Context: an optimization exercise on an open-source flow, tuned for small area, a short achievable clock period and few clock cycles per item. The choices shown serve that exercise and are no tape-out recipe.
The RTL was checked by simulation tests, not by an equivalence proof against the original design.

File: flow/design.v
module g96_mixer (
    input  wire         clk,
    input  wire         rst,           
    input  wire         in_valid,
    output wire         in_ready,
    input  wire [63:0]  in_key,
    input  wire [31:0]  in_stream,
    input  wire [7:0]   in_purpose,
    input  wire [63:0]  in_pos,
    input  wire         in_quick,
    output wire         out_valid,
    input  wire         out_ready,
    output wire [127:0] out_block
);
    localparam [31:0] KINC0 = 32'hA5C31E6B;
    localparam [31:0] KINC1 = 32'h7F4A9D27;
    reg [31:0]  x1, x3;            
    reg [31:0]  a0, a2;            
    reg [31:0]  k0, k1;            
    reg [63:0]  ob;                
    reg         ofull;             
    reg         run;               
    reg         acc;               
    reg         first;             
    reg [3:0]   left;              
    wire last = (left == 4'd1);
    wire hold = ofull && !out_ready;           
    wire load = !run || last || hold;
    assign in_ready  = run && !acc && !ofull && !last;
    assign out_valid = ofull;
    assign out_block = {x3, ob[63:32], x1, ob[31:0]};
    wire accept = in_valid && in_ready;
    wire finish = run && last && acc;          
    wire [31:0] y1 = first ? in_pos[63:32] : x1;
    wire [31:0] y3 = first ? {in_purpose, 24'd0} : x3;
    wire m0_1 = a0[29] ^ ~a0[27];
    wire m0_2 = a0[29] & ~a0[27];
    wire m0_3 = a0[30] ^ ~a0[28] ^ ~a0[26];
    wire m0_4 = (a0[30] & ~a0[28]) | (a0[30] & ~a0[26]) | (~a0[28] & ~a0[26]);
    wire m0_5 = a0[31] ^ ~a0[29] ^ ~a0[27];
    wire m0_6 = (a0[31] & ~a0[29]) | (a0[31] & ~a0[27]) | (~a0[29] & ~a0[27]);
    wire m0_7 = a0[19] ^ ~a0[17];
    wire m0_8 = a0[19] & ~a0[17];
    wire m0_9 = a0[20] ^ ~a0[18] ^ ~a0[16];
    wire m0_10 = (a0[20] & ~a0[18]) | (a0[20] & ~a0[16]) | (~a0[18] & ~a0[16]);
    wire m0_11 = a0[21] ^ ~a0[19] ^ ~a0[17];
    wire m0_12 = (a0[21] & ~a0[19]) | (a0[21] & ~a0[17]) | (~a0[19] & ~a0[17]);
    wire m0_13 = a0[15] ^ ~a0[13];
    wire m0_14 = a0[15] & ~a0[13];
    wire m0_15 = a0[22] ^ ~a0[20] ^ ~a0[18];
    wire m0_16 = (a0[22] & ~a0[20]) | (a0[22] & ~a0[18]) | (~a0[20] & ~a0[18]);
    wire m0_17 = a0[16] ^ ~a0[14] ^ ~a0[12];
    wire m0_18 = (a0[16] & ~a0[14]) | (a0[16] & ~a0[12]) | (~a0[14] & ~a0[12]);
    wire m0_19 = a0[23] ^ ~a0[21] ^ ~a0[19];
    wire m0_20 = (a0[23] & ~a0[21]) | (a0[23] & ~a0[19]) | (~a0[21] & ~a0[19]);
    wire m0_21 = a0[17] ^ ~a0[15] ^ ~a0[13];
    wire m0_22 = (a0[17] & ~a0[15]) | (a0[17] & ~a0[13]) | (~a0[15] & ~a0[13]);
    wire m0_23 = a0[24] ^ ~a0[22] ^ ~a0[20];
    wire m0_24 = (a0[24] & ~a0[22]) | (a0[24] & ~a0[20]) | (~a0[22] & ~a0[20]);
    wire m0_25 = a0[18] ^ ~a0[16] ^ ~a0[14];
    wire m0_26 = (a0[18] & ~a0[16]) | (a0[18] & ~a0[14]) | (~a0[16] & ~a0[14]);
    wire m0_27 = a0[25] ^ ~a0[23] ^ ~a0[21];
    wire m0_28 = (a0[25] & ~a0[23]) | (a0[25] & ~a0[21]) | (~a0[23] & ~a0[21]);
    wire m0_29 = a0[19] ^ ~a0[17] ^ ~a0[15];
    wire m0_30 = (a0[19] & ~a0[17]) | (a0[19] & ~a0[15]) | (~a0[17] & ~a0[15]);
    wire m0_31 = a0[26] ^ ~a0[24] ^ ~a0[22];
    wire m0_32 = (a0[26] & ~a0[24]) | (a0[26] & ~a0[22]) | (~a0[24] & ~a0[22]);
    wire m0_33 = a0[20] ^ ~a0[18] ^ ~a0[16];
    wire m0_34 = (a0[20] & ~a0[18]) | (a0[20] & ~a0[16]) | (~a0[18] & ~a0[16]);
    wire m0_35 = a0[27] ^ ~a0[25] ^ ~a0[23];
    wire m0_36 = (a0[27] & ~a0[25]) | (a0[27] & ~a0[23]) | (~a0[25] & ~a0[23]);
    wire m0_37 = a0[21] ^ ~a0[19] ^ ~a0[17];
    wire m0_38 = (a0[21] & ~a0[19]) | (a0[21] & ~a0[17]) | (~a0[19] & ~a0[17]);
    wire m0_39 = ~a0[8] ^ a0[6];
    wire m0_40 = ~a0[8] & a0[6];
    wire m0_41 = a0[28] ^ ~a0[26] ^ ~a0[24];
    wire m0_42 = (a0[28] & ~a0[26]) | (a0[28] & ~a0[24]) | (~a0[26] & ~a0[24]);
    wire m0_43 = a0[22] ^ ~a0[20] ^ ~a0[18];
    wire m0_44 = (a0[22] & ~a0[20]) | (a0[22] & ~a0[18]) | (~a0[20] & ~a0[18]);
    wire m0_45 = ~a0[9] ^ a0[7] ^ a0[1];
    wire m0_46 = (~a0[9] & a0[7]) | (~a0[9] & a0[1]) | (a0[7] & a0[1]);
    wire m0_47 = m0_1 ^ ~a0[25] ^ a0[23];
    wire m0_48 = (m0_1 & ~a0[25]) | (m0_1 & a0[23]) | (~a0[25] & a0[23]);
    wire m0_49 = ~a0[21] ^ ~a0[19] ^ ~a0[10];
    wire m0_50 = (~a0[21] & ~a0[19]) | (~a0[21] & ~a0[10]) | (~a0[19] & ~a0[10]);
    wire m0_51 = a0[8] ^ a0[2] ^ ~a0[0];
    wire m0_52 = (a0[8] & a0[2]) | (a0[8] & ~a0[0]) | (a0[2] & ~a0[0]);
    wire m0_53 = m0_3 ^ a0[24] ^ ~a0[22];
    wire m0_54 = (m0_3 & a0[24]) | (m0_3 & ~a0[22]) | (a0[24] & ~a0[22]);
    wire m0_55 = ~a0[20] ^ ~a0[11] ^ a0[9];
    wire m0_56 = (~a0[20] & ~a0[11]) | (~a0[20] & a0[9]) | (~a0[11] & a0[9]);
    wire m0_57 = a0[3] ^ ~a0[1] ^ m0_2;
    wire m0_58 = (a0[3] & ~a0[1]) | (a0[3] & m0_2) | (~a0[1] & m0_2);
    wire m0_59 = m0_5 ^ a0[25] ^ ~a0[23];
    wire m0_60 = (m0_5 & a0[25]) | (m0_5 & ~a0[23]) | (a0[25] & ~a0[23]);
    wire m0_61 = ~a0[21] ^ ~a0[12] ^ a0[10];
    wire m0_62 = (~a0[21] & ~a0[12]) | (~a0[21] & a0[10]) | (~a0[12] & a0[10]);
    wire m0_63 = a0[4] ^ ~a0[2] ^ m0_4;
    wire m0_64 = (a0[4] & ~a0[2]) | (a0[4] & m0_4) | (~a0[2] & m0_4);
    wire m0_65 = a0[8] ^ ~a0[6];
    wire m0_66 = a0[8] & ~a0[6];
    wire m0_67 = a0[9] ^ ~a0[7] ^ ~a0[5];
    wire m0_68 = (a0[9] & ~a0[7]) | (a0[9] & ~a0[5]) | (~a0[7] & ~a0[5]);
    wire m0_69 = a0[10] ^ ~a0[8] ^ ~a0[6];
    wire m0_70 = (a0[10] & ~a0[8]) | (a0[10] & ~a0[6]) | (~a0[8] & ~a0[6]);
    wire m0_71 = a0[4] ^ ~a0[2];
    wire m0_72 = a0[4] & ~a0[2];
    wire m0_73 = a0[11] ^ ~a0[9] ^ ~a0[7];
    wire m0_74 = (a0[11] & ~a0[9]) | (a0[11] & ~a0[7]) | (~a0[9] & ~a0[7]);
    wire m0_75 = a0[5] ^ ~a0[3] ^ ~a0[1];
    wire m0_76 = (a0[5] & ~a0[3]) | (a0[5] & ~a0[1]) | (~a0[3] & ~a0[1]);
    wire m0_77 = a0[12] ^ ~a0[10] ^ ~a0[8];
    wire m0_78 = (a0[12] & ~a0[10]) | (a0[12] & ~a0[8]) | (~a0[10] & ~a0[8]);
    wire m0_79 = a0[6] ^ ~a0[4] ^ ~a0[2];
    wire m0_80 = (a0[6] & ~a0[4]) | (a0[6] & ~a0[2]) | (~a0[4] & ~a0[2]);
    wire m0_81 = a0[13] ^ ~a0[11] ^ ~a0[9];
    wire m0_82 = (a0[13] & ~a0[11]) | (a0[13] & ~a0[9]) | (~a0[11] & ~a0[9]);
    wire m0_83 = a0[7] ^ ~a0[5] ^ ~a0[3];
    wire m0_84 = (a0[7] & ~a0[5]) | (a0[7] & ~a0[3]) | (~a0[5] & ~a0[3]);
    wire m0_85 = a0[14] ^ ~a0[12] ^ ~a0[10];
    wire m0_86 = (a0[14] & ~a0[12]) | (a0[14] & ~a0[10]) | (~a0[12] & ~a0[10]);
    wire m0_87 = a0[8] ^ ~a0[6] ^ ~a0[4];
    wire m0_88 = (a0[8] & ~a0[6]) | (a0[8] & ~a0[4]) | (~a0[6] & ~a0[4]);
    wire m0_89 = a0[15] ^ ~a0[13] ^ ~a0[11];
    wire m0_90 = (a0[15] & ~a0[13]) | (a0[15] & ~a0[11]) | (~a0[13] & ~a0[11]);
    wire m0_91 = a0[9] ^ ~a0[7] ^ ~a0[5];
    wire m0_92 = (a0[9] & ~a0[7]) | (a0[9] & ~a0[5]) | (~a0[7] & ~a0[5]);
    wire m0_93 = a0[16] ^ ~a0[14] ^ ~a0[12];
    wire m0_94 = (a0[16] & ~a0[14]) | (a0[16] & ~a0[12]) | (~a0[14] & ~a0[12]);
    wire m0_95 = a0[10] ^ ~a0[8] ^ ~a0[6];
    wire m0_96 = (a0[10] & ~a0[8]) | (a0[10] & ~a0[6]) | (~a0[8] & ~a0[6]);
    wire m0_97 = a0[17] ^ ~a0[15] ^ ~a0[13];
    wire m0_98 = (a0[17] & ~a0[15]) | (a0[17] & ~a0[13]) | (~a0[15] & ~a0[13]);
    wire m0_99 = a0[11] ^ ~a0[9] ^ ~a0[7];
    wire m0_100 = (a0[11] & ~a0[9]) | (a0[11] & ~a0[7]) | (~a0[9] & ~a0[7]);
    wire m0_101 = a0[18] ^ ~a0[16] ^ ~a0[14];
    wire m0_102 = (a0[18] & ~a0[16]) | (a0[18] & ~a0[14]) | (~a0[16] & ~a0[14]);
    wire m0_103 = a0[12] ^ ~a0[10] ^ ~a0[8];
    wire m0_104 = (a0[12] & ~a0[10]) | (a0[12] & ~a0[8]) | (~a0[10] & ~a0[8]);
    wire m0_105 = m0_7 ^ ~a0[15] ^ a0[13];
    wire m0_106 = (m0_7 & ~a0[15]) | (m0_7 & a0[13]) | (~a0[15] & a0[13]);
    wire m0_107 = ~a0[11] ^ ~a0[9] ^ ~a0[0];
    wire m0_108 = (~a0[11] & ~a0[9]) | (~a0[11] & ~a0[0]) | (~a0[9] & ~a0[0]);
    wire m0_109 = m0_9 ^ a0[14] ^ ~a0[12];
    wire m0_110 = (m0_9 & a0[14]) | (m0_9 & ~a0[12]) | (a0[14] & ~a0[12]);
    wire m0_111 = ~a0[10] ^ ~a0[1] ^ m0_8;
    wire m0_112 = (~a0[10] & ~a0[1]) | (~a0[10] & m0_8) | (~a0[1] & m0_8);
    wire m0_113 = m0_11 ^ m0_13 ^ ~a0[11];
    wire m0_114 = (m0_11 & m0_13) | (m0_11 & ~a0[11]) | (m0_13 & ~a0[11]);
    wire m0_115 = ~a0[2] ^ a0[0] ^ m0_10;
    wire m0_116 = (~a0[2] & a0[0]) | (~a0[2] & m0_10) | (a0[0] & m0_10);
    wire m0_117 = m0_15 ^ m0_17 ^ ~a0[3];
    wire m0_118 = (m0_15 & m0_17) | (m0_15 & ~a0[3]) | (m0_17 & ~a0[3]);
    wire m0_119 = a0[1] ^ m0_12 ^ m0_14;
    wire m0_120 = (a0[1] & m0_12) | (a0[1] & m0_14) | (m0_12 & m0_14);
    wire m0_121 = m0_19 ^ m0_21 ^ ~a0[4];
    wire m0_122 = (m0_19 & m0_21) | (m0_19 & ~a0[4]) | (m0_21 & ~a0[4]);
    wire m0_123 = a0[2] ^ m0_16 ^ m0_18;
    wire m0_124 = (a0[2] & m0_16) | (a0[2] & m0_18) | (m0_16 & m0_18);
    wire m0_125 = m0_23 ^ m0_25 ^ ~a0[5];
    wire m0_126 = (m0_23 & m0_25) | (m0_23 & ~a0[5]) | (m0_25 & ~a0[5]);
    wire m0_127 = a0[3] ^ m0_20 ^ m0_22;
    wire m0_128 = (a0[3] & m0_20) | (a0[3] & m0_22) | (m0_20 & m0_22);
    wire m0_129 = m0_27 ^ m0_29 ^ ~a0[6];
    wire m0_130 = (m0_27 & m0_29) | (m0_27 & ~a0[6]) | (m0_29 & ~a0[6]);
    wire m0_131 = a0[4] ^ m0_24 ^ m0_26;
    wire m0_132 = (a0[4] & m0_24) | (a0[4] & m0_26) | (m0_24 & m0_26);
    wire m0_133 = m0_31 ^ m0_33 ^ ~a0[7];
    wire m0_134 = (m0_31 & m0_33) | (m0_31 & ~a0[7]) | (m0_33 & ~a0[7]);
    wire m0_135 = a0[5] ^ m0_28 ^ m0_30;
    wire m0_136 = (a0[5] & m0_28) | (a0[5] & m0_30) | (m0_28 & m0_30);
    wire m0_137 = m0_35 ^ m0_37 ^ m0_39;
    wire m0_138 = (m0_35 & m0_37) | (m0_35 & m0_39) | (m0_37 & m0_39);
    wire m0_139 = a0[0] ^ m0_32 ^ m0_34;
    wire m0_140 = (a0[0] & m0_32) | (a0[0] & m0_34) | (m0_32 & m0_34);
    wire m0_141 = m0_41 ^ m0_43 ^ m0_45;
    wire m0_142 = (m0_41 & m0_43) | (m0_41 & m0_45) | (m0_43 & m0_45);
    wire m0_143 = m0_36 ^ m0_38 ^ m0_40;
    wire m0_144 = (m0_36 & m0_38) | (m0_36 & m0_40) | (m0_38 & m0_40);
    wire m0_145 = m0_47 ^ m0_49 ^ m0_51;
    wire m0_146 = (m0_47 & m0_49) | (m0_47 & m0_51) | (m0_49 & m0_51);
    wire m0_147 = m0_42 ^ m0_44 ^ m0_46;
    wire m0_148 = (m0_42 & m0_44) | (m0_42 & m0_46) | (m0_44 & m0_46);
    wire m0_149 = m0_53 ^ m0_55 ^ m0_57;
    wire m0_150 = (m0_53 & m0_55) | (m0_53 & m0_57) | (m0_55 & m0_57);
    wire m0_151 = m0_48 ^ m0_50 ^ m0_52;
    wire m0_152 = (m0_48 & m0_50) | (m0_48 & m0_52) | (m0_50 & m0_52);
    wire m0_153 = m0_59 ^ m0_61 ^ m0_63;
    wire m0_154 = (m0_59 & m0_61) | (m0_59 & m0_63) | (m0_61 & m0_63);
    wire m0_155 = m0_54 ^ m0_56 ^ m0_58;
    wire m0_156 = (m0_54 & m0_56) | (m0_54 & m0_58) | (m0_56 & m0_58);
    wire m0_157 = a0[6] ^ ~a0[4];
    wire m0_158 = a0[6] & ~a0[4];
    wire m0_159 = a0[7] ^ ~a0[5] ^ ~a0[3];
    wire m0_160 = (a0[7] & ~a0[5]) | (a0[7] & ~a0[3]) | (~a0[5] & ~a0[3]);
    wire m0_161 = m0_65 ^ ~a0[4] ^ a0[2];
    wire m0_162 = (m0_65 & ~a0[4]) | (m0_65 & a0[2]) | (~a0[4] & a0[2]);
    wire m0_163 = m0_67 ^ a0[3] ^ ~a0[1];
    wire m0_164 = (m0_67 & a0[3]) | (m0_67 & ~a0[1]) | (a0[3] & ~a0[1]);
    wire m0_165 = m0_69 ^ m0_71 ^ ~a0[0];
    wire m0_166 = (m0_69 & m0_71) | (m0_69 & ~a0[0]) | (m0_71 & ~a0[0]);
    wire m0_167 = m0_73 ^ m0_75 ^ m0_70;
    wire m0_168 = (m0_73 & m0_75) | (m0_73 & m0_70) | (m0_75 & m0_70);
    wire m0_169 = m0_77 ^ m0_79 ^ m0_74;
    wire m0_170 = (m0_77 & m0_79) | (m0_77 & m0_74) | (m0_79 & m0_74);
    wire m0_171 = m0_81 ^ m0_83 ^ m0_78;
    wire m0_172 = (m0_81 & m0_83) | (m0_81 & m0_78) | (m0_83 & m0_78);
    wire m0_173 = m0_85 ^ m0_87 ^ m0_82;
    wire m0_174 = (m0_85 & m0_87) | (m0_85 & m0_82) | (m0_87 & m0_82);
    wire m0_175 = m0_89 ^ m0_91 ^ m0_86;
    wire m0_176 = (m0_89 & m0_91) | (m0_89 & m0_86) | (m0_91 & m0_86);
    wire m0_177 = m0_93 ^ m0_95 ^ m0_90;
    wire m0_178 = (m0_93 & m0_95) | (m0_93 & m0_90) | (m0_95 & m0_90);
    wire m0_179 = m0_97 ^ m0_99 ^ m0_94;
    wire m0_180 = (m0_97 & m0_99) | (m0_97 & m0_94) | (m0_99 & m0_94);
    wire m0_181 = m0_101 ^ m0_103 ^ m0_98;
    wire m0_182 = (m0_101 & m0_103) | (m0_101 & m0_98) | (m0_103 & m0_98);
    wire m0_183 = m0_105 ^ m0_107 ^ m0_102;
    wire m0_184 = (m0_105 & m0_107) | (m0_105 & m0_102) | (m0_107 & m0_102);
    wire m0_185 = m0_109 ^ m0_111 ^ m0_106;
    wire m0_186 = (m0_109 & m0_111) | (m0_109 & m0_106) | (m0_111 & m0_106);
    wire m0_187 = m0_113 ^ m0_115 ^ m0_110;
    wire m0_188 = (m0_113 & m0_115) | (m0_113 & m0_110) | (m0_115 & m0_110);
    wire m0_189 = m0_117 ^ m0_119 ^ m0_114;
    wire m0_190 = (m0_117 & m0_119) | (m0_117 & m0_114) | (m0_119 & m0_114);
    wire m0_191 = m0_121 ^ m0_123 ^ m0_118;
    wire m0_192 = (m0_121 & m0_123) | (m0_121 & m0_118) | (m0_123 & m0_118);
    wire m0_193 = m0_125 ^ m0_127 ^ m0_122;
    wire m0_194 = (m0_125 & m0_127) | (m0_125 & m0_122) | (m0_127 & m0_122);
    wire m0_195 = m0_129 ^ m0_131 ^ m0_126;
    wire m0_196 = (m0_129 & m0_131) | (m0_129 & m0_126) | (m0_131 & m0_126);
    wire m0_197 = m0_133 ^ m0_135 ^ m0_130;
    wire m0_198 = (m0_133 & m0_135) | (m0_133 & m0_130) | (m0_135 & m0_130);
    wire m0_199 = m0_137 ^ m0_139 ^ m0_134;
    wire m0_200 = (m0_137 & m0_139) | (m0_137 & m0_134) | (m0_139 & m0_134);
    wire m0_201 = m0_141 ^ m0_143 ^ m0_138;
    wire m0_202 = (m0_141 & m0_143) | (m0_141 & m0_138) | (m0_143 & m0_138);
    wire m0_203 = m0_145 ^ m0_147 ^ m0_142;
    wire m0_204 = (m0_145 & m0_147) | (m0_145 & m0_142) | (m0_147 & m0_142);
    wire m0_205 = m0_149 ^ m0_151 ^ m0_146;
    wire m0_206 = (m0_149 & m0_151) | (m0_149 & m0_146) | (m0_151 & m0_146);
    wire m0_207 = m0_153 ^ m0_155 ^ m0_150;
    wire m0_208 = (m0_153 & m0_155) | (m0_153 & m0_150) | (m0_155 & m0_150);
    wire m0_209 = a0[4] ^ ~a0[2];
    wire m0_210 = a0[4] & ~a0[2];
    wire m0_211 = a0[5] ^ ~a0[3] ^ ~a0[1];
    wire m0_212 = (a0[5] & ~a0[3]) | (a0[5] & ~a0[1]) | (~a0[3] & ~a0[1]);
    wire m0_213 = m0_157 ^ ~a0[2] ^ a0[0];
    wire m0_214 = (m0_157 & ~a0[2]) | (m0_157 & a0[0]) | (~a0[2] & a0[0]);
    wire m0_215 = m0_159 ^ a0[1] ^ m0_158;
    wire m0_216 = (m0_159 & a0[1]) | (m0_159 & m0_158) | (a0[1] & m0_158);
    wire m0_217 = m0_161 ^ ~a0[0] ^ m0_160;
    wire m0_218 = (m0_161 & ~a0[0]) | (m0_161 & m0_160) | (~a0[0] & m0_160);
    wire m0_219 = m0_163 ^ m0_66 ^ m0_162;
    wire m0_220 = (m0_163 & m0_66) | (m0_163 & m0_162) | (m0_66 & m0_162);
    wire m0_221 = m0_165 ^ m0_68 ^ m0_164;
    wire m0_222 = (m0_165 & m0_68) | (m0_165 & m0_164) | (m0_68 & m0_164);
    wire m0_223 = m0_167 ^ m0_72 ^ m0_166;
    wire m0_224 = (m0_167 & m0_72) | (m0_167 & m0_166) | (m0_72 & m0_166);
    wire m0_225 = m0_169 ^ m0_76 ^ m0_168;
    wire m0_226 = (m0_169 & m0_76) | (m0_169 & m0_168) | (m0_76 & m0_168);
    wire m0_227 = m0_171 ^ m0_80 ^ m0_170;
    wire m0_228 = (m0_171 & m0_80) | (m0_171 & m0_170) | (m0_80 & m0_170);
    wire m0_229 = m0_173 ^ m0_84 ^ m0_172;
    wire m0_230 = (m0_173 & m0_84) | (m0_173 & m0_172) | (m0_84 & m0_172);
    wire m0_231 = m0_175 ^ m0_88 ^ m0_174;
    wire m0_232 = (m0_175 & m0_88) | (m0_175 & m0_174) | (m0_88 & m0_174);
    wire m0_233 = m0_177 ^ m0_92 ^ m0_176;
    wire m0_234 = (m0_177 & m0_92) | (m0_177 & m0_176) | (m0_92 & m0_176);
    wire m0_235 = m0_179 ^ m0_96 ^ m0_178;
    wire m0_236 = (m0_179 & m0_96) | (m0_179 & m0_178) | (m0_96 & m0_178);
    wire m0_237 = m0_181 ^ m0_100 ^ m0_180;
    wire m0_238 = (m0_181 & m0_100) | (m0_181 & m0_180) | (m0_100 & m0_180);
    wire m0_239 = m0_183 ^ m0_104 ^ m0_182;
    wire m0_240 = (m0_183 & m0_104) | (m0_183 & m0_182) | (m0_104 & m0_182);
    wire m0_241 = m0_185 ^ m0_108 ^ m0_184;
    wire m0_242 = (m0_185 & m0_108) | (m0_185 & m0_184) | (m0_108 & m0_184);
    wire m0_243 = m0_187 ^ m0_112 ^ m0_186;
    wire m0_244 = (m0_187 & m0_112) | (m0_187 & m0_186) | (m0_112 & m0_186);
    wire m0_245 = m0_189 ^ m0_116 ^ m0_188;
    wire m0_246 = (m0_189 & m0_116) | (m0_189 & m0_188) | (m0_116 & m0_188);
    wire m0_247 = m0_191 ^ m0_120 ^ m0_190;
    wire m0_248 = (m0_191 & m0_120) | (m0_191 & m0_190) | (m0_120 & m0_190);
    wire m0_249 = m0_193 ^ m0_124 ^ m0_192;
    wire m0_250 = (m0_193 & m0_124) | (m0_193 & m0_192) | (m0_124 & m0_192);
    wire m0_251 = m0_195 ^ m0_128 ^ m0_194;
    wire m0_252 = (m0_195 & m0_128) | (m0_195 & m0_194) | (m0_128 & m0_194);
    wire m0_253 = m0_197 ^ m0_132 ^ m0_196;
    wire m0_254 = (m0_197 & m0_132) | (m0_197 & m0_196) | (m0_132 & m0_196);
    wire m0_255 = m0_199 ^ m0_136 ^ m0_198;
    wire m0_256 = (m0_199 & m0_136) | (m0_199 & m0_198) | (m0_136 & m0_198);
    wire m0_257 = m0_201 ^ m0_140 ^ m0_200;
    wire m0_258 = (m0_201 & m0_140) | (m0_201 & m0_200) | (m0_140 & m0_200);
    wire m0_259 = m0_203 ^ m0_144 ^ m0_202;
    wire m0_260 = (m0_203 & m0_144) | (m0_203 & m0_202) | (m0_144 & m0_202);
    wire m0_261 = m0_205 ^ m0_148 ^ m0_204;
    wire m0_262 = (m0_205 & m0_148) | (m0_205 & m0_204) | (m0_148 & m0_204);
    wire m0_263 = m0_207 ^ m0_152 ^ m0_206;
    wire m0_264 = (m0_207 & m0_152) | (m0_207 & m0_206) | (m0_152 & m0_206);
    wire [31:0] m0_s = {m0_263, m0_261, m0_259, m0_257, m0_255, m0_253, m0_251, m0_249, m0_247, m0_245, m0_243, m0_241, m0_239, m0_237, m0_235, m0_233, m0_231, m0_229, m0_227, m0_225, m0_223, m0_221, m0_219, m0_217, m0_215, m0_213, m0_211, m0_209, a0[3], a0[2], a0[1], a0[0]};
    wire [31:0] m0_c = {m0_262, m0_260, m0_258, m0_256, m0_254, m0_252, m0_250, m0_248, m0_246, m0_244, m0_242, m0_240, m0_238, m0_236, m0_234, m0_232, m0_230, m0_228, m0_226, m0_224, m0_222, m0_220, m0_218, m0_216, m0_214, m0_212, m0_210, ~a0[0], ~a0[1], ~a0[0], 1'b0, 1'b0};
    wire [31:0] t0 = m0_s + m0_c + 32'h20080514;
    wire m2_1 = a2[26] ^ ~a2[22];
    wire m2_2 = a2[26] & ~a2[22];
    wire m2_3 = a2[27] ^ ~a2[23] ^ a2[20];
    wire m2_4 = (a2[27] & ~a2[23]) | (a2[27] & a2[20]) | (~a2[23] & a2[20]);
    wire m2_5 = a2[28] ^ ~a2[24] ^ a2[21];
    wire m2_6 = (a2[28] & ~a2[24]) | (a2[28] & a2[21]) | (~a2[24] & a2[21]);
    wire m2_7 = a2[29] ^ ~a2[25] ^ a2[22];
    wire m2_8 = (a2[29] & ~a2[25]) | (a2[29] & a2[22]) | (~a2[25] & a2[22]);
    wire m2_9 = ~a2[20] ^ a2[15];
    wire m2_10 = ~a2[20] & a2[15];
    wire m2_11 = a2[30] ^ ~a2[26] ^ a2[23];
    wire m2_12 = (a2[30] & ~a2[26]) | (a2[30] & a2[23]) | (~a2[26] & a2[23]);
    wire m2_13 = ~a2[21] ^ a2[16] ^ a2[13];
    wire m2_14 = (~a2[21] & a2[16]) | (~a2[21] & a2[13]) | (a2[16] & a2[13]);
    wire m2_15 = a2[31] ^ ~a2[27] ^ a2[24];
    wire m2_16 = (a2[31] & ~a2[27]) | (a2[31] & a2[24]) | (~a2[27] & a2[24]);
    wire m2_17 = ~a2[22] ^ a2[17] ^ a2[14];
    wire m2_18 = (~a2[22] & a2[17]) | (~a2[22] & a2[14]) | (a2[17] & a2[14]);
    wire m2_19 = ~a2[12] ^ ~a2[10];
    wire m2_20 = ~a2[12] & ~a2[10];
    wire m2_21 = a2[19] ^ ~a2[15];
    wire m2_22 = a2[19] & ~a2[15];
    wire m2_23 = a2[20] ^ ~a2[16] ^ a2[13];
    wire m2_24 = (a2[20] & ~a2[16]) | (a2[20] & a2[13]) | (~a2[16] & a2[13]);
    wire m2_25 = a2[21] ^ ~a2[17] ^ a2[14];
    wire m2_26 = (a2[21] & ~a2[17]) | (a2[21] & a2[14]) | (~a2[17] & a2[14]);
    wire m2_27 = ~a2[12] ^ a2[7];
    wire m2_28 = ~a2[12] & a2[7];
    wire m2_29 = a2[22] ^ ~a2[18] ^ a2[15];
    wire m2_30 = (a2[22] & ~a2[18]) | (a2[22] & a2[15]) | (~a2[18] & a2[15]);
    wire m2_31 = ~a2[13] ^ a2[8] ^ a2[5];
    wire m2_32 = (~a2[13] & a2[8]) | (~a2[13] & a2[5]) | (a2[8] & a2[5]);
    wire m2_33 = a2[23] ^ ~a2[19] ^ a2[16];
    wire m2_34 = (a2[23] & ~a2[19]) | (a2[23] & a2[16]) | (~a2[19] & a2[16]);
    wire m2_35 = ~a2[14] ^ a2[9] ^ a2[6];
    wire m2_36 = (~a2[14] & a2[9]) | (~a2[14] & a2[6]) | (a2[9] & a2[6]);
    wire m2_37 = ~a2[4] ^ ~a2[2];
    wire m2_38 = ~a2[4] & ~a2[2];
    wire m2_39 = a2[24] ^ ~a2[20] ^ a2[17];
    wire m2_40 = (a2[24] & ~a2[20]) | (a2[24] & a2[17]) | (~a2[20] & a2[17]);
    wire m2_41 = ~a2[15] ^ a2[10] ^ a2[7];
    wire m2_42 = (~a2[15] & a2[10]) | (~a2[15] & a2[7]) | (a2[10] & a2[7]);
    wire m2_43 = ~a2[5] ^ ~a2[3] ^ a2[1];
    wire m2_44 = (~a2[5] & ~a2[3]) | (~a2[5] & a2[1]) | (~a2[3] & a2[1]);
    wire m2_45 = a2[25] ^ ~a2[21] ^ a2[18];
    wire m2_46 = (a2[25] & ~a2[21]) | (a2[25] & a2[18]) | (~a2[21] & a2[18]);
    wire m2_47 = ~a2[16] ^ a2[11] ^ a2[8];
    wire m2_48 = (~a2[16] & a2[11]) | (~a2[16] & a2[8]) | (a2[11] & a2[8]);
    wire m2_49 = ~a2[6] ^ ~a2[4] ^ a2[2];
    wire m2_50 = (~a2[6] & ~a2[4]) | (~a2[6] & a2[2]) | (~a2[4] & a2[2]);
    wire m2_51 = m2_1 ^ a2[19] ^ ~a2[17];
    wire m2_52 = (m2_1 & a2[19]) | (m2_1 & ~a2[17]) | (a2[19] & ~a2[17]);
    wire m2_53 = a2[12] ^ a2[9] ^ ~a2[7];
    wire m2_54 = (a2[12] & a2[9]) | (a2[12] & ~a2[7]) | (a2[9] & ~a2[7]);
    wire m2_55 = ~a2[5] ^ a2[3] ^ ~a2[0];
    wire m2_56 = (~a2[5] & a2[3]) | (~a2[5] & ~a2[0]) | (a2[3] & ~a2[0]);
    wire m2_57 = m2_3 ^ ~a2[18] ^ a2[13];
    wire m2_58 = (m2_3 & ~a2[18]) | (m2_3 & a2[13]) | (~a2[18] & a2[13]);
    wire m2_59 = a2[10] ^ ~a2[8] ^ ~a2[6];
    wire m2_60 = (a2[10] & ~a2[8]) | (a2[10] & ~a2[6]) | (~a2[8] & ~a2[6]);
    wire m2_61 = a2[4] ^ ~a2[1] ^ m2_2;
    wire m2_62 = (a2[4] & ~a2[1]) | (a2[4] & m2_2) | (~a2[1] & m2_2);
    wire m2_63 = m2_5 ^ ~a2[19] ^ a2[14];
    wire m2_64 = (m2_5 & ~a2[19]) | (m2_5 & a2[14]) | (~a2[19] & a2[14]);
    wire m2_65 = a2[11] ^ ~a2[9] ^ ~a2[7];
    wire m2_66 = (a2[11] & ~a2[9]) | (a2[11] & ~a2[7]) | (~a2[9] & ~a2[7]);
    wire m2_67 = a2[5] ^ ~a2[2] ^ m2_4;
    wire m2_68 = (a2[5] & ~a2[2]) | (a2[5] & m2_4) | (~a2[2] & m2_4);
    wire m2_69 = m2_7 ^ m2_9 ^ a2[12];
    wire m2_70 = (m2_7 & m2_9) | (m2_7 & a2[12]) | (m2_9 & a2[12]);
    wire m2_71 = ~a2[10] ^ ~a2[8] ^ a2[6];
    wire m2_72 = (~a2[10] & ~a2[8]) | (~a2[10] & a2[6]) | (~a2[8] & a2[6]);
    wire m2_73 = ~a2[3] ^ a2[0] ^ m2_6;
    wire m2_74 = (~a2[3] & a2[0]) | (~a2[3] & m2_6) | (a2[0] & m2_6);
    wire m2_75 = m2_11 ^ m2_13 ^ ~a2[11];
    wire m2_76 = (m2_11 & m2_13) | (m2_11 & ~a2[11]) | (m2_13 & ~a2[11]);
    wire m2_77 = ~a2[9] ^ a2[7] ^ ~a2[4];
    wire m2_78 = (~a2[9] & a2[7]) | (~a2[9] & ~a2[4]) | (a2[7] & ~a2[4]);
    wire m2_79 = a2[1] ^ m2_8 ^ m2_10;
    wire m2_80 = (a2[1] & m2_8) | (a2[1] & m2_10) | (m2_8 & m2_10);
    wire m2_81 = m2_15 ^ m2_17 ^ m2_19;
    wire m2_82 = (m2_15 & m2_17) | (m2_15 & m2_19) | (m2_17 & m2_19);
    wire m2_83 = a2[8] ^ ~a2[5] ^ a2[2];
    wire m2_84 = (a2[8] & ~a2[5]) | (a2[8] & a2[2]) | (~a2[5] & a2[2]);
    wire m2_85 = a2[0] ^ m2_12 ^ m2_14;
    wire m2_86 = (a2[0] & m2_12) | (a2[0] & m2_14) | (m2_12 & m2_14);
    wire m2_87 = a2[14] ^ ~a2[10];
    wire m2_88 = a2[14] & ~a2[10];
    wire m2_89 = a2[15] ^ ~a2[11] ^ a2[8];
    wire m2_90 = (a2[15] & ~a2[11]) | (a2[15] & a2[8]) | (~a2[11] & a2[8]);
    wire m2_91 = a2[16] ^ ~a2[12] ^ a2[9];
    wire m2_92 = (a2[16] & ~a2[12]) | (a2[16] & a2[9]) | (~a2[12] & a2[9]);
    wire m2_93 = a2[17] ^ ~a2[13] ^ a2[10];
    wire m2_94 = (a2[17] & ~a2[13]) | (a2[17] & a2[10]) | (~a2[13] & a2[10]);
    wire m2_95 = ~a2[8] ^ a2[3];
    wire m2_96 = ~a2[8] & a2[3];
    wire m2_97 = a2[18] ^ ~a2[14] ^ a2[11];
    wire m2_98 = (a2[18] & ~a2[14]) | (a2[18] & a2[11]) | (~a2[14] & a2[11]);
    wire m2_99 = ~a2[9] ^ a2[4] ^ a2[1];
    wire m2_100 = (~a2[9] & a2[4]) | (~a2[9] & a2[1]) | (a2[4] & a2[1]);
    wire m2_101 = m2_21 ^ a2[12] ^ ~a2[10];
    wire m2_102 = (m2_21 & a2[12]) | (m2_21 & ~a2[10]) | (a2[12] & ~a2[10]);
    wire m2_103 = a2[5] ^ a2[2] ^ ~a2[0];
    wire m2_104 = (a2[5] & a2[2]) | (a2[5] & ~a2[0]) | (a2[2] & ~a2[0]);
    wire m2_105 = m2_23 ^ ~a2[11] ^ a2[6];
    wire m2_106 = (m2_23 & ~a2[11]) | (m2_23 & a2[6]) | (~a2[11] & a2[6]);
    wire m2_107 = a2[3] ^ ~a2[1] ^ m2_22;
    wire m2_108 = (a2[3] & ~a2[1]) | (a2[3] & m2_22) | (~a2[1] & m2_22);
    wire m2_109 = m2_25 ^ m2_27 ^ a2[4];
    wire m2_110 = (m2_25 & m2_27) | (m2_25 & a2[4]) | (m2_27 & a2[4]);
    wire m2_111 = ~a2[2] ^ ~a2[0] ^ m2_24;
    wire m2_112 = (~a2[2] & ~a2[0]) | (~a2[2] & m2_24) | (~a2[0] & m2_24);
    wire m2_113 = m2_29 ^ m2_31 ^ ~a2[3];
    wire m2_114 = (m2_29 & m2_31) | (m2_29 & ~a2[3]) | (m2_31 & ~a2[3]);
    wire m2_115 = ~a2[1] ^ m2_26 ^ m2_28;
    wire m2_116 = (~a2[1] & m2_26) | (~a2[1] & m2_28) | (m2_26 & m2_28);
    wire m2_117 = m2_33 ^ m2_35 ^ m2_37;
    wire m2_118 = (m2_33 & m2_35) | (m2_33 & m2_37) | (m2_35 & m2_37);
    wire m2_119 = a2[0] ^ m2_30 ^ m2_32;
    wire m2_120 = (a2[0] & m2_30) | (a2[0] & m2_32) | (m2_30 & m2_32);
    wire m2_121 = m2_39 ^ m2_41 ^ m2_43;
    wire m2_122 = (m2_39 & m2_41) | (m2_39 & m2_43) | (m2_41 & m2_43);
    wire m2_123 = m2_34 ^ m2_36 ^ m2_38;
    wire m2_124 = (m2_34 & m2_36) | (m2_34 & m2_38) | (m2_36 & m2_38);
    wire m2_125 = m2_45 ^ m2_47 ^ m2_49;
    wire m2_126 = (m2_45 & m2_47) | (m2_45 & m2_49) | (m2_47 & m2_49);
    wire m2_127 = m2_40 ^ m2_42 ^ m2_44;
    wire m2_128 = (m2_40 & m2_42) | (m2_40 & m2_44) | (m2_42 & m2_44);
    wire m2_129 = m2_51 ^ m2_53 ^ m2_55;
    wire m2_130 = (m2_51 & m2_53) | (m2_51 & m2_55) | (m2_53 & m2_55);
    wire m2_131 = m2_46 ^ m2_48 ^ m2_50;
    wire m2_132 = (m2_46 & m2_48) | (m2_46 & m2_50) | (m2_48 & m2_50);
    wire m2_133 = m2_57 ^ m2_59 ^ m2_61;
    wire m2_134 = (m2_57 & m2_59) | (m2_57 & m2_61) | (m2_59 & m2_61);
    wire m2_135 = m2_52 ^ m2_54 ^ m2_56;
    wire m2_136 = (m2_52 & m2_54) | (m2_52 & m2_56) | (m2_54 & m2_56);
    wire m2_137 = m2_63 ^ m2_65 ^ m2_67;
    wire m2_138 = (m2_63 & m2_65) | (m2_63 & m2_67) | (m2_65 & m2_67);
    wire m2_139 = m2_58 ^ m2_60 ^ m2_62;
    wire m2_140 = (m2_58 & m2_60) | (m2_58 & m2_62) | (m2_60 & m2_62);
    wire m2_141 = m2_69 ^ m2_71 ^ m2_73;
    wire m2_142 = (m2_69 & m2_71) | (m2_69 & m2_73) | (m2_71 & m2_73);
    wire m2_143 = m2_64 ^ m2_66 ^ m2_68;
    wire m2_144 = (m2_64 & m2_66) | (m2_64 & m2_68) | (m2_66 & m2_68);
    wire m2_145 = m2_75 ^ m2_77 ^ m2_79;
    wire m2_146 = (m2_75 & m2_77) | (m2_75 & m2_79) | (m2_77 & m2_79);
    wire m2_147 = m2_70 ^ m2_72 ^ m2_74;
    wire m2_148 = (m2_70 & m2_72) | (m2_70 & m2_74) | (m2_72 & m2_74);
    wire m2_149 = m2_81 ^ m2_83 ^ m2_85;
    wire m2_150 = (m2_81 & m2_83) | (m2_81 & m2_85) | (m2_83 & m2_85);
    wire m2_151 = m2_76 ^ m2_78 ^ m2_80;
    wire m2_152 = (m2_76 & m2_78) | (m2_76 & m2_80) | (m2_78 & m2_80);
    wire m2_153 = a2[9] ^ ~a2[5];
    wire m2_154 = a2[9] & ~a2[5];
    wire m2_155 = a2[10] ^ ~a2[6] ^ a2[3];
    wire m2_156 = (a2[10] & ~a2[6]) | (a2[10] & a2[3]) | (~a2[6] & a2[3]);
    wire m2_157 = a2[11] ^ ~a2[7] ^ a2[4];
    wire m2_158 = (a2[11] & ~a2[7]) | (a2[11] & a2[4]) | (~a2[7] & a2[4]);
    wire m2_159 = a2[12] ^ ~a2[8] ^ a2[5];
    wire m2_160 = (a2[12] & ~a2[8]) | (a2[12] & a2[5]) | (~a2[8] & a2[5]);
    wire m2_161 = a2[13] ^ ~a2[9] ^ a2[6];
    wire m2_162 = (a2[13] & ~a2[9]) | (a2[13] & a2[6]) | (~a2[9] & a2[6]);
    wire m2_163 = m2_87 ^ a2[7] ^ ~a2[5];
    wire m2_164 = (m2_87 & a2[7]) | (m2_87 & ~a2[5]) | (a2[7] & ~a2[5]);
    wire m2_165 = m2_89 ^ ~a2[6] ^ a2[1];
    wire m2_166 = (m2_89 & ~a2[6]) | (m2_89 & a2[1]) | (~a2[6] & a2[1]);
    wire m2_167 = m2_91 ^ ~a2[7] ^ a2[2];
    wire m2_168 = (m2_91 & ~a2[7]) | (m2_91 & a2[2]) | (~a2[7] & a2[2]);
    wire m2_169 = m2_93 ^ m2_95 ^ a2[0];
    wire m2_170 = (m2_93 & m2_95) | (m2_93 & a2[0]) | (m2_95 & a2[0]);
    wire m2_171 = m2_97 ^ m2_99 ^ m2_94;
    wire m2_172 = (m2_97 & m2_99) | (m2_97 & m2_94) | (m2_99 & m2_94);
    wire m2_173 = m2_101 ^ m2_103 ^ m2_98;
    wire m2_174 = (m2_101 & m2_103) | (m2_101 & m2_98) | (m2_103 & m2_98);
    wire m2_175 = m2_105 ^ m2_107 ^ m2_102;
    wire m2_176 = (m2_105 & m2_107) | (m2_105 & m2_102) | (m2_107 & m2_102);
    wire m2_177 = m2_109 ^ m2_111 ^ m2_106;
    wire m2_178 = (m2_109 & m2_111) | (m2_109 & m2_106) | (m2_111 & m2_106);
    wire m2_179 = m2_113 ^ m2_115 ^ m2_110;
    wire m2_180 = (m2_113 & m2_115) | (m2_113 & m2_110) | (m2_115 & m2_110);
    wire m2_181 = m2_117 ^ m2_119 ^ m2_114;
    wire m2_182 = (m2_117 & m2_119) | (m2_117 & m2_114) | (m2_119 & m2_114);
    wire m2_183 = m2_121 ^ m2_123 ^ m2_118;
    wire m2_184 = (m2_121 & m2_123) | (m2_121 & m2_118) | (m2_123 & m2_118);
    wire m2_185 = m2_125 ^ m2_127 ^ m2_122;
    wire m2_186 = (m2_125 & m2_127) | (m2_125 & m2_122) | (m2_127 & m2_122);
    wire m2_187 = m2_129 ^ m2_131 ^ m2_126;
    wire m2_188 = (m2_129 & m2_131) | (m2_129 & m2_126) | (m2_131 & m2_126);
    wire m2_189 = m2_133 ^ m2_135 ^ m2_130;
    wire m2_190 = (m2_133 & m2_135) | (m2_133 & m2_130) | (m2_135 & m2_130);
    wire m2_191 = m2_137 ^ m2_139 ^ m2_134;
    wire m2_192 = (m2_137 & m2_139) | (m2_137 & m2_134) | (m2_139 & m2_134);
    wire m2_193 = m2_141 ^ m2_143 ^ m2_138;
    wire m2_194 = (m2_141 & m2_143) | (m2_141 & m2_138) | (m2_143 & m2_138);
    wire m2_195 = m2_145 ^ m2_147 ^ m2_142;
    wire m2_196 = (m2_145 & m2_147) | (m2_145 & m2_142) | (m2_147 & m2_142);
    wire m2_197 = m2_149 ^ m2_151 ^ m2_146;
    wire m2_198 = (m2_149 & m2_151) | (m2_149 & m2_146) | (m2_151 & m2_146);
    wire m2_199 = a2[7] ^ ~a2[3];
    wire m2_200 = a2[7] & ~a2[3];
    wire m2_201 = a2[8] ^ ~a2[4] ^ a2[1];
    wire m2_202 = (a2[8] & ~a2[4]) | (a2[8] & a2[1]) | (~a2[4] & a2[1]);
    wire m2_203 = m2_153 ^ a2[2] ^ ~a2[0];
    wire m2_204 = (m2_153 & a2[2]) | (m2_153 & ~a2[0]) | (a2[2] & ~a2[0]);
    wire m2_205 = m2_155 ^ ~a2[1] ^ m2_154;
    wire m2_206 = (m2_155 & ~a2[1]) | (m2_155 & m2_154) | (~a2[1] & m2_154);
    wire m2_207 = m2_157 ^ ~a2[2] ^ m2_156;
    wire m2_208 = (m2_157 & ~a2[2]) | (m2_157 & m2_156) | (~a2[2] & m2_156);
    wire m2_209 = m2_159 ^ ~a2[3] ^ m2_158;
    wire m2_210 = (m2_159 & ~a2[3]) | (m2_159 & m2_158) | (~a2[3] & m2_158);
    wire m2_211 = m2_161 ^ ~a2[4] ^ m2_160;
    wire m2_212 = (m2_161 & ~a2[4]) | (m2_161 & m2_160) | (~a2[4] & m2_160);
    wire m2_213 = m2_163 ^ a2[0] ^ m2_162;
    wire m2_214 = (m2_163 & a2[0]) | (m2_163 & m2_162) | (a2[0] & m2_162);
    wire m2_215 = m2_165 ^ m2_88 ^ m2_164;
    wire m2_216 = (m2_165 & m2_88) | (m2_165 & m2_164) | (m2_88 & m2_164);
    wire m2_217 = m2_167 ^ m2_90 ^ m2_166;
    wire m2_218 = (m2_167 & m2_90) | (m2_167 & m2_166) | (m2_90 & m2_166);
    wire m2_219 = m2_169 ^ m2_92 ^ m2_168;
    wire m2_220 = (m2_169 & m2_92) | (m2_169 & m2_168) | (m2_92 & m2_168);
    wire m2_221 = m2_171 ^ m2_96 ^ m2_170;
    wire m2_222 = (m2_171 & m2_96) | (m2_171 & m2_170) | (m2_96 & m2_170);
    wire m2_223 = m2_173 ^ m2_100 ^ m2_172;
    wire m2_224 = (m2_173 & m2_100) | (m2_173 & m2_172) | (m2_100 & m2_172);
    wire m2_225 = m2_175 ^ m2_104 ^ m2_174;
    wire m2_226 = (m2_175 & m2_104) | (m2_175 & m2_174) | (m2_104 & m2_174);
    wire m2_227 = m2_177 ^ m2_108 ^ m2_176;
    wire m2_228 = (m2_177 & m2_108) | (m2_177 & m2_176) | (m2_108 & m2_176);
    wire m2_229 = m2_179 ^ m2_112 ^ m2_178;
    wire m2_230 = (m2_179 & m2_112) | (m2_179 & m2_178) | (m2_112 & m2_178);
    wire m2_231 = m2_181 ^ m2_116 ^ m2_180;
    wire m2_232 = (m2_181 & m2_116) | (m2_181 & m2_180) | (m2_116 & m2_180);
    wire m2_233 = m2_183 ^ m2_120 ^ m2_182;
    wire m2_234 = (m2_183 & m2_120) | (m2_183 & m2_182) | (m2_120 & m2_182);
    wire m2_235 = m2_185 ^ m2_124 ^ m2_184;
    wire m2_236 = (m2_185 & m2_124) | (m2_185 & m2_184) | (m2_124 & m2_184);
    wire m2_237 = m2_187 ^ m2_128 ^ m2_186;
    wire m2_238 = (m2_187 & m2_128) | (m2_187 & m2_186) | (m2_128 & m2_186);
    wire m2_239 = m2_189 ^ m2_132 ^ m2_188;
    wire m2_240 = (m2_189 & m2_132) | (m2_189 & m2_188) | (m2_132 & m2_188);
    wire m2_241 = m2_191 ^ m2_136 ^ m2_190;
    wire m2_242 = (m2_191 & m2_136) | (m2_191 & m2_190) | (m2_136 & m2_190);
    wire m2_243 = m2_193 ^ m2_140 ^ m2_192;
    wire m2_244 = (m2_193 & m2_140) | (m2_193 & m2_192) | (m2_140 & m2_192);
    wire m2_245 = m2_195 ^ m2_144 ^ m2_194;
    wire m2_246 = (m2_195 & m2_144) | (m2_195 & m2_194) | (m2_144 & m2_194);
    wire m2_247 = m2_197 ^ m2_148 ^ m2_196;
    wire m2_248 = (m2_197 & m2_148) | (m2_197 & m2_196) | (m2_148 & m2_196);
    wire [31:0] m2_s = {m2_247, m2_245, m2_243, m2_241, m2_239, m2_237, m2_235, m2_233, m2_231, m2_229, m2_227, m2_225, m2_223, m2_221, m2_219, m2_217, m2_215, m2_213, m2_211, m2_209, m2_207, m2_205, m2_203, m2_201, m2_199, a2[6], a2[5], a2[4], a2[3], a2[2], a2[1], a2[0]};
    wire [31:0] m2_c = {m2_246, m2_244, m2_242, m2_240, m2_238, m2_236, m2_234, m2_232, m2_230, m2_228, m2_226, m2_224, m2_222, m2_220, m2_218, m2_216, m2_214, m2_212, m2_210, m2_208, m2_206, m2_204, m2_202, m2_200, a2[0], ~a2[2], ~a2[1], ~a2[0], 1'b0, 1'b0, 1'b0, 1'b0};
    wire [31:0] t2 = m2_s + m2_c + 32'h04280210;
    wire [31:0] u1 = y1 + ({t0[18:0], t0[31:19]} ^ t2);
    wire [31:0] u3 = y3 ^ ({t2[12:0], t2[31:13]} + t0);
    wire [31:0] m0 = last ? 32'd0 : k0;
    wire [31:0] m1 = last ? 32'd0 : k1;
    wire [31:0] v0 = u1 ^ m0;
    wire [31:0] v2 = u3 ^ m1;
    always @(posedge clk) begin
        if (rst) begin
            run   <= 1'b0;
            acc   <= 1'b0;
            ofull <= 1'b0;
            first <= 1'b1;
            left  <= 4'd0;
        end else begin
            if (finish)
                ofull <= 1'b1;
            else if (out_ready)
                ofull <= 1'b0;
            first <= load;
            if (load) begin
                run  <= in_valid;
                acc  <= 1'b0;
                left <= in_quick ? 4'd6 : 4'd10;
            end else begin
                if (accept)
                    acc <= 1'b1;
                left <= left - 4'd1;
            end
        end
    end
    always @(posedge clk) begin
        if (finish)
            ob <= {v2, v0};
        if (!hold) begin
            x1 <= t2;
            x3 <= t0;
        end
    end
    always @(posedge clk) begin
        if (load) begin
            a0 <= in_pos[31:0] ^ in_key[31:0];
            a2 <= in_stream ^ in_key[63:32];
            k0 <= in_key[31:0] + KINC0;
            k1 <= in_key[63:32] + KINC1;
        end else begin
            a0 <= v0;
            a2 <= v2;
            k0 <= k0 + KINC0;
            k1 <= k1 + KINC1;
        end
    end
endmodule
File: flow/flow/run.sh
#!/bin/bash
# The standard layout, with the port buffers made of the smallest buffer
# (buf_1) instead of the one buffer_ports picks by default, and timing
# repair asked to leave setup slack to spare at the design's clock.
set -euo pipefail
export BUFFER_PORTS_ARGS="-buffer_cell sky130_fd_sc_hd__buf_1"
export SETUP_SLACK_MARGIN=11.9
bash standard.sh > standard_make.log 2>&1
File: flow/standard.sh
#!/bin/bash
# synth_recipe.tcl (not shown) runs the flow's synth.tcl, then flattens the netlist and writes it again
# the make line also repeats each setting of config.mk as NAME=value (left out here)
make -C /OpenROAD-flow-scripts/flow DESIGN_CONFIG=/design/flow/config.mk WORK_HOME=/design/flow/orfs CLKGATE_MAP_FILE= SYNTH_SCRIPT=/design/flow/synth_recipe.tcl "${@:-finish}"
File: flow/config.mk
export PLATFORM = sky130hd
export DESIGN_NAME = g96_mixer
export DESIGN_NICKNAME = g96_mixer
export VERILOG_FILES = /design/flow/design.v
export SDC_FILE = /design/flow/constraint.sdc
export NUM_CORES = 4
export LEC_CHECK = 0
export CAP_MARGIN = 20
export CORE_MARGIN = 2
export CORE_UTILIZATION = 50
export CTS_BUF_LIST = sky130_fd_sc_hd__clkbuf_4 sky130_fd_sc_hd__clkbuf_8
export SLEW_MARGIN = 20
File: flow/constraint.sdc
create_clock -name core_clock -period 20.0 [get_ports {clk}]
set_input_delay 4.0000 -clock core_clock [delete_from_list [all_inputs] [get_ports {clk}]]
set_output_delay 4.0000 -clock core_clock [all_outputs]
set_load 0.01 [all_outputs]
==> qor.txt, run 1 <==
R2R setup slack: 12160 ps
clock sinks: 264
input/output buffers: 302
Post-Syn Area: 0.0242 sq mm
CP Launch Type: flop
synthesis-to-layout area growth: 13.5%
clock skew: 44.5 ps
flip-flop and latch area: 0.00660 sq mm
HP Class: reg -> reg
core area: 0.0478 sq mm
Critical Path Slowest Stage Cell: fa_1
DP Area: 0.0260 sq mm
CP max stage delay: 590 ps
status: timing/DRC/antenna clean
routability cong.: 0.946
full die area: 0.0503 sq mm
Skew-Pair Late Insertion Delay: 660 ps
TritonRoute pass-1 iters: 5
CTS clk-pin slew, worst paths: 60 ps
register area share after synthesis: 27.1%
# setup viols final: 0
Detail Route Antenna Nets: 0
Boundary Pins: 303
fin. max-slew vios: 0
Vias: 19300
relative slew slack: 35.2%
Total Neg Setup Slack: 0 ps
final net count: 3389
share of layout cells above drive strength 1: 8.74%
synth cell count leaders: 354 x inv_1, 297 x xnor2_1, 213 x fa_1, 213 x nand2_1, 204 x ha_1
site row count: 80
synth warn: 1
CP max FO: 6
Synth cell types: 82
design area: 0.0275 sq mm
cells after synthesis: 2460
DRT iter0 DRCs: 1702
RSZ-0062 raised after global routing: no
gr ovfl total: 0
register bit count reported by yosys: 264
CTS tree: built
DRC errors left: 0
final worst path period share: 39.2%
Synth Area per Inst: 9.86 sq um
Worst Tran Pin Value: 973 ps
Tot GR Track Use: 33.5%
Die X-Extent: 224 um
syn_nets: 3050
Synth top area share: 17.6%
Min Clock Period, post-route: 7840 ps
CTS Buf Count: 48
H-tree depth: 2
Critical Path End Type: flop
first-pass GRT wire length: 124000 um
Final Hold Viols: 0
top_reg_cell synth: dfxtp_1
WL per Instance: 24.3 um
DR vias/cell: 5.59
Detail Placement HPWL: 69700 um
vias in the first global route: 19500
fmax: 0.128 GHz
top-count cell post-synth: inv_1
initial antenna violation count: 8
Multi-input gate area: 0.0164 sq mm
Root Driver: clkbuf_8
Req. time, crit path: 20530 ps
WP buf/inv: 3
synth top area cells: fa_1 18%, edfxtp_1 16%, dfxtp_1 11%, xnor2_1 11%, ha_1 11%
Initial Utilization: 50.7%
clock tree buffer depth: 3
cell family with the largest share of critical-path delay: adder cells
Filler Cell Count: 4315
Arrival @ worst endpoint: 8370 ps
asr flop ratio synth: 0%
Post-synth EDFFs: 128
largest net degree at the start of global routing: 87
Synth area leader: fa_1
WL final: 83900 um
Post-Route Utilization: 57.5%
die height: 224 um
Setup Crit Path Kind: reg -> reg
number of max-cap violations: 0
-- final timing paths --
kind	cells after the start	start	end
worst max-delay path	28	a0[21]	a0[31]
worst min-delay path	0	a0[0]	x3[0]
worst max register to register	28	a0[21]	a0[31]
worst min register to register	0	a0[0]	x3[0]
-- layout by cell type (no fill, tap or decap), types with 38 or more instances in the layout --
master / n
a21o_1: 64
a21oi_1: 112
buf_1: 302
clkbuf_8: 50
dfxtp_1: 118
edfxtp_1: 128
fa_1: 212
ha_1: 197
inv_1: 345
mux2_2: 38
mux2i_1: 52
nand2_1: 213
nor2_1: 93
o21ai_0: 98
xnor2_1: 290
xor2_1: 79
-- per-stage QoR --
step / setup WS, ps / std cells / hold slack (ps)
4_1_cts: 11890 / 3436 / 449
2_1_floorplan: 12340 / 2460 / 430
3_3_place_gp: 11260 / 3343 / 418
6_report: 12160 / 3455 / 453
3_5_place_dp: 11150 / 3343 / 419
5_1_grt: 11770 / 3455 / 454
-- timing repair --
item,4_1_cts,5_1_grt
hold buffers,0,0
gates resized for setup,16,57
buffers inserted,3,18
setup endpoints to repair,39,34
pin swaps,0,12
-- per-layer routing --
metal  vias up  routed length, um  global-route usage (%)  part of all wire, %
met4         2               2170                    9.02                  2.6
met3       115               6760                    6.82                  8.1
li1       8843                  -                       -                    -
met5         -                  9                       0                0.011
met2       826              38300                    52.8                   46
met1      9543              36700                    47.2                   44
-- sequential cells by signal, summed over array words and instances (netlist names) --
signal,cells
run,1
x1,32
a2,32
ofull,1
ob,64
k0,32
left,4
a0,32
acc,1
first,1
x3,32
k1,32
-- logic make-up (layout without fill, tap and decap cells) --
family | Yosys count | count (layout) | synth area share [%]
multiplexers | 90 | 90 | 3.91
other | 0 | 1 | 0
XOR/XNOR | 381 | 381 | 13.8
AND/OR/NAND/NOR | 482 | 482 | 9.22
adder cells (fa/ha/maj) | 417 | 417 | 28.1
buffers and inverters | 403 | 782 | 6.47
AO/OA/AOI/OAI | 423 | 423 | 11.4
flip-flops | 264 | 264 | 27.1
-- final cells by class --
| type | instances | area share (%) |
|---|---|---|
| well taps | 615 | 2.80 |
| diodes | 1 | 0.00909 |
| multi-input cells | 1793 | 59.6 |
| repair buffers | 335 | 5.02 |
| inverters | 357 | 4.98 |
| clock buffers | 60 | 2.77 |
| clock inverters | 30 | 0.832 |
| flip-flops and latches | 264 | 24.0 |
Testbench counts, summed over its fixed seeds: cycles 72,392, items 8,000.
==> run 2: changes to the inputs <==
--- a/flow/flow/run.sh
+++ b/flow/flow/run.sh
@@ -4,5 +4,5 @@
 # repair asked to leave setup slack to spare at the design's clock.
 set -euo pipefail
 export BUFFER_PORTS_ARGS="-buffer_cell sky130_fd_sc_hd__buf_1"
-export SETUP_SLACK_MARGIN=11.9
+export SETUP_SLACK_MARGIN=12.5
 bash standard.sh > standard_make.log 2>&1
==> run 2 against run 1 <==
  * First-iteration DRC count up 0.88%
  * Still clean on timing, DRC and antenna
  * Synthesized area unchanged
  * Highest routed layer unchanged
  * Utilization up 2.5 points
  * Critical endpoint unchanged
  * Critical path type unchanged
  * Non-clock buffer count up 44
  * Synthesized cell count unchanged
  * Worst hold slack better by 25 ps
  * Register-to-register slack better by 500 ps
  * Largest cell class unchanged
==> qor.txt, run 2 <==
Worst Hold Depth: 1 (+1)
WL per Instance: 24.2 um (-0.47%)
worst-case reg-to-reg path depth: 31 (+11%)
Synth top area share: 17.6% (unchanged)
RSZ-0062 raised after global routing: yes
fin. max-slew vios: 0 (unchanged)
share of layout cells above drive strength 1: 14.8% (+6.1 points)
Top reg by flops: ob
WL final: 84400 um (+0.65%)
Synth cell types: 82 (unchanged)
final worst path period share: 36.7% (-2.5 points)
reg2reg end: a0[31]
Skew-Pair Late Insertion Delay: 590 ps (-70 ps)
Post-Route Utilization: 60.0% (+2.5 points)
Die X-Extent: 224 um (unchanged)
Filler Cell Count: 4225 (-2.1%)
Synth Area per Inst: 9.86 sq um (unchanged)
TritonRoute pass-1 iters: 5 (unchanged)
Inst Count DP: 3340 (-0.090%)
Critical Path Slowest Stage Cell: fa_1
R2R setup slack: 12660 ps (+500 ps)
Multi-input gate area: 0.0171 sq mm (+4.3%)
DRT iter0 DRCs: 1717 (+0.88%)
number of flip-flops under the largest register name: 64 (unchanged)
Initial Utilization: 50.7% (unchanged)
Detail Route Antenna Nets: 0 (unchanged)
DP Area: 0.0260 sq mm (about the same)
HP Class: reg -> reg
number of antenna diodes: 0 (-1)
Final Hold Viols: 0 (unchanged)
CP max stage delay: 590 ps (about the same)
Arrival @ worst endpoint: 7820 ps (-550 ps)
Tot GR Track Use: 33.2% (-0.31 points)
syn_nets: 3050 (unchanged)
clock skew: 25.9 ps (-18.5 ps)
Req. time, crit path: 20480 ps (-50 ps)
Hold Buf Count CTS: 0 (unchanged)
Root Driver: clkbuf_8
site row count: 80 (unchanged)
Min Clock Period, post-route: 7340 ps (-503 ps)
register bit count reported by yosys: 264 (unchanged)
register area share after synthesis: 27.1% (unchanged)
clock tree buffer depth: 3 (unchanged)
CP Launch Type: flop
min-delay src: left[0]
H-tree depth: 2 (unchanged)
pre-CTS setup slack: 11170 ps (+18.2 ps)
vias in the first global route: 19500 (unchanged)
synthesis-to-layout area growth: 18.4%
CTS clk-pin slew, worst paths: 60 ps (about the same)
flip-flop and latch area: 0.00666 sq mm (+0.93%)
DR vias/cell: 5.63 (+0.71%)
synth top area cells: fa_1 18%, edfxtp_1 16%, dfxtp_1 11%, xnor2_1 11%, ha_1 11%
worst r2r src: a0[11]
Post-synth EDFFs: 128 (unchanged)
final net count: 3432 (+1.3%)
Synth area leader: fa_1
synth warn: 1 (unchanged)
CTS Buf Count: 47 (-2.1%)
hold endpoint: left[0]
CTS tree: built
routability cong.: 1.01 (+6.7%)
hold slack final: 478 ps (+25.2 ps)
Post-Syn Area: 0.0242 sq mm (unchanged)
largest net degree at the start of global routing: 201 (+130%)
Total Neg Setup Slack: 0 ps (unchanged)
Critical Path End Type: flop
fmax: 0.136 GHz (+6.9%)
cells after synthesis: 2460 (unchanged)
full die area: 0.0503 sq mm (unchanged)
gr ovfl total: 0 (unchanged)
design area: 0.0287 sq mm (+4.3%)
# setup viols final: 0 (unchanged)
final std cells w/o fill: 3494 (+1.1%)
initial antenna violation count: 2 (-6)
Boundary Pins: 303 (unchanged)
status: timing/DRC/antenna clean
clock sinks: 264 (unchanged)
number of max-cap violations: 0 (unchanged)
Top cell by count, worst path: a21o_1
commonest cells after routing, fill and taps aside: 324 x inv_1, 302 x buf_1, 285 x xnor2_1
Setup Crit Path Kind: reg -> reg
Detail Placement HPWL: 68800 um (-1.3%)
top-count cell post-synth: inv_1
input/output buffers: 302 (unchanged)
asr flop ratio synth: 0% (unchanged)
DRC errors left: 0 (unchanged)
most common cell after layout, fill and taps aside: inv_1
final worst slack: 12660 ps (+503 ps)
Worst Tran Pin Value: 1060 ps (+83.6 ps)
CP max FO: 6 (unchanged)
core area: 0.0478 sq mm (unchanged)
synth cell count leaders: 354 x inv_1, 297 x xnor2_1, 213 x fa_1, 213 x nand2_1, 204 x ha_1
Vias: 19700 (+1.8%)
relative slew slack: 27.8% (-7.4 points)
die height: 224 um (unchanged)
top_reg_cell synth: dfxtp_1
first-pass GRT wire length: 124000 um (-0.21%)
-- run 2: cell counts after synthesis --
Identical to the previous run, type by type.
-- run 2: worst max-delay path by stage --
stage	start	endpoint	slack [ps]
after floorplan	out_ready	k1[26]	12520
after global placement	a0[1]	a0[31]	11300
after detailed placement	a0[1]	a0[31]	11170
after CTS	a0[4]	a0[31]	12490
after global routing	a0[17]	a0[31]	12390
final	a0[11]	a0[31]	12660
-- run 2: layout make-up --
type,instances,share of cell area [%]
tap,615,2.68
inverter,357,4.84
sequential,264,23.2
multi-input combinational,1793,59.6
timing repair buffer,379,6.07
clock buffer,72,3.10
clock inverter,14,0.505
-- run 2: cell families after synthesis --
logic type                 after synthesis  share of synthesized area (%)
DFF                                    264                           27.1
AOI/OAI and AO/OA                      423                           11.4
xor gates and xnor gates               381                           13.8
muxes                                   90                           3.91
adders and majority gates              417                           28.1
buffers and inverters                  403                           6.47
and+or+nand+nor                        482                           9.22
-- run 2: worst max-delay path, delay by kind of cell, from the launching register on --
family                     cells  cell delay, ps
AOI/OAI and AO/OA             16            3080
adders and majority gates      7            2540
DFF                            1             390
xor gates and xnor gates       2             360
buffers and inverters          3             350
muxes                          1             270
and+or+nand+nor                2             190
-- run 2: what timing repair did --
item,CTS,global route
buffers inserted,29,39
pin swaps,21,61
setup endpoints to repair,69,53
endpoints found under the hold margin,0,0
resized for setup,107,143
-- run 2: metal layers --
layer,track usage (%),share of wire (%),up-vias
met1,47.0,43,9798
met2,52.6,45,817
met5,0,0.015,-
met4,10.4,3.4,2
li1,-,-,8916
met3,5.05,7.9,153

## afterwards: timing with drivers on the ports
How much do the figures lean on ideal ports? The routed layouts below were timed once more, with nothing changed but the port constraints.
Step 1, drivers: a clkbuf_16 drives clk and a buf_2 each remaining input, both assumed.
Step 2, shift: input delay + t, output delay - t, t = (earliest + latest rising clock arrival at the registers) / 2. This alone moves slack from input paths to output paths.
a / b / c = ideal / step 1 / step 2; a / b = the first two.
run	t (ns)	slack for setup (ns)	worst data-port slew with drivers (ns)	pins driven straight from the clock port
run 1	0.696	12.157 / 12.157 / 11.960	0.05	1
run 2	0.636	12.660 / 12.660 / 12.137	0.05	1
After both steps every run listed still meets setup and hold. The setup slack of run 2, which loses most, moves by 0.000 ns with the drivers and by -0.523 ns with both steps.
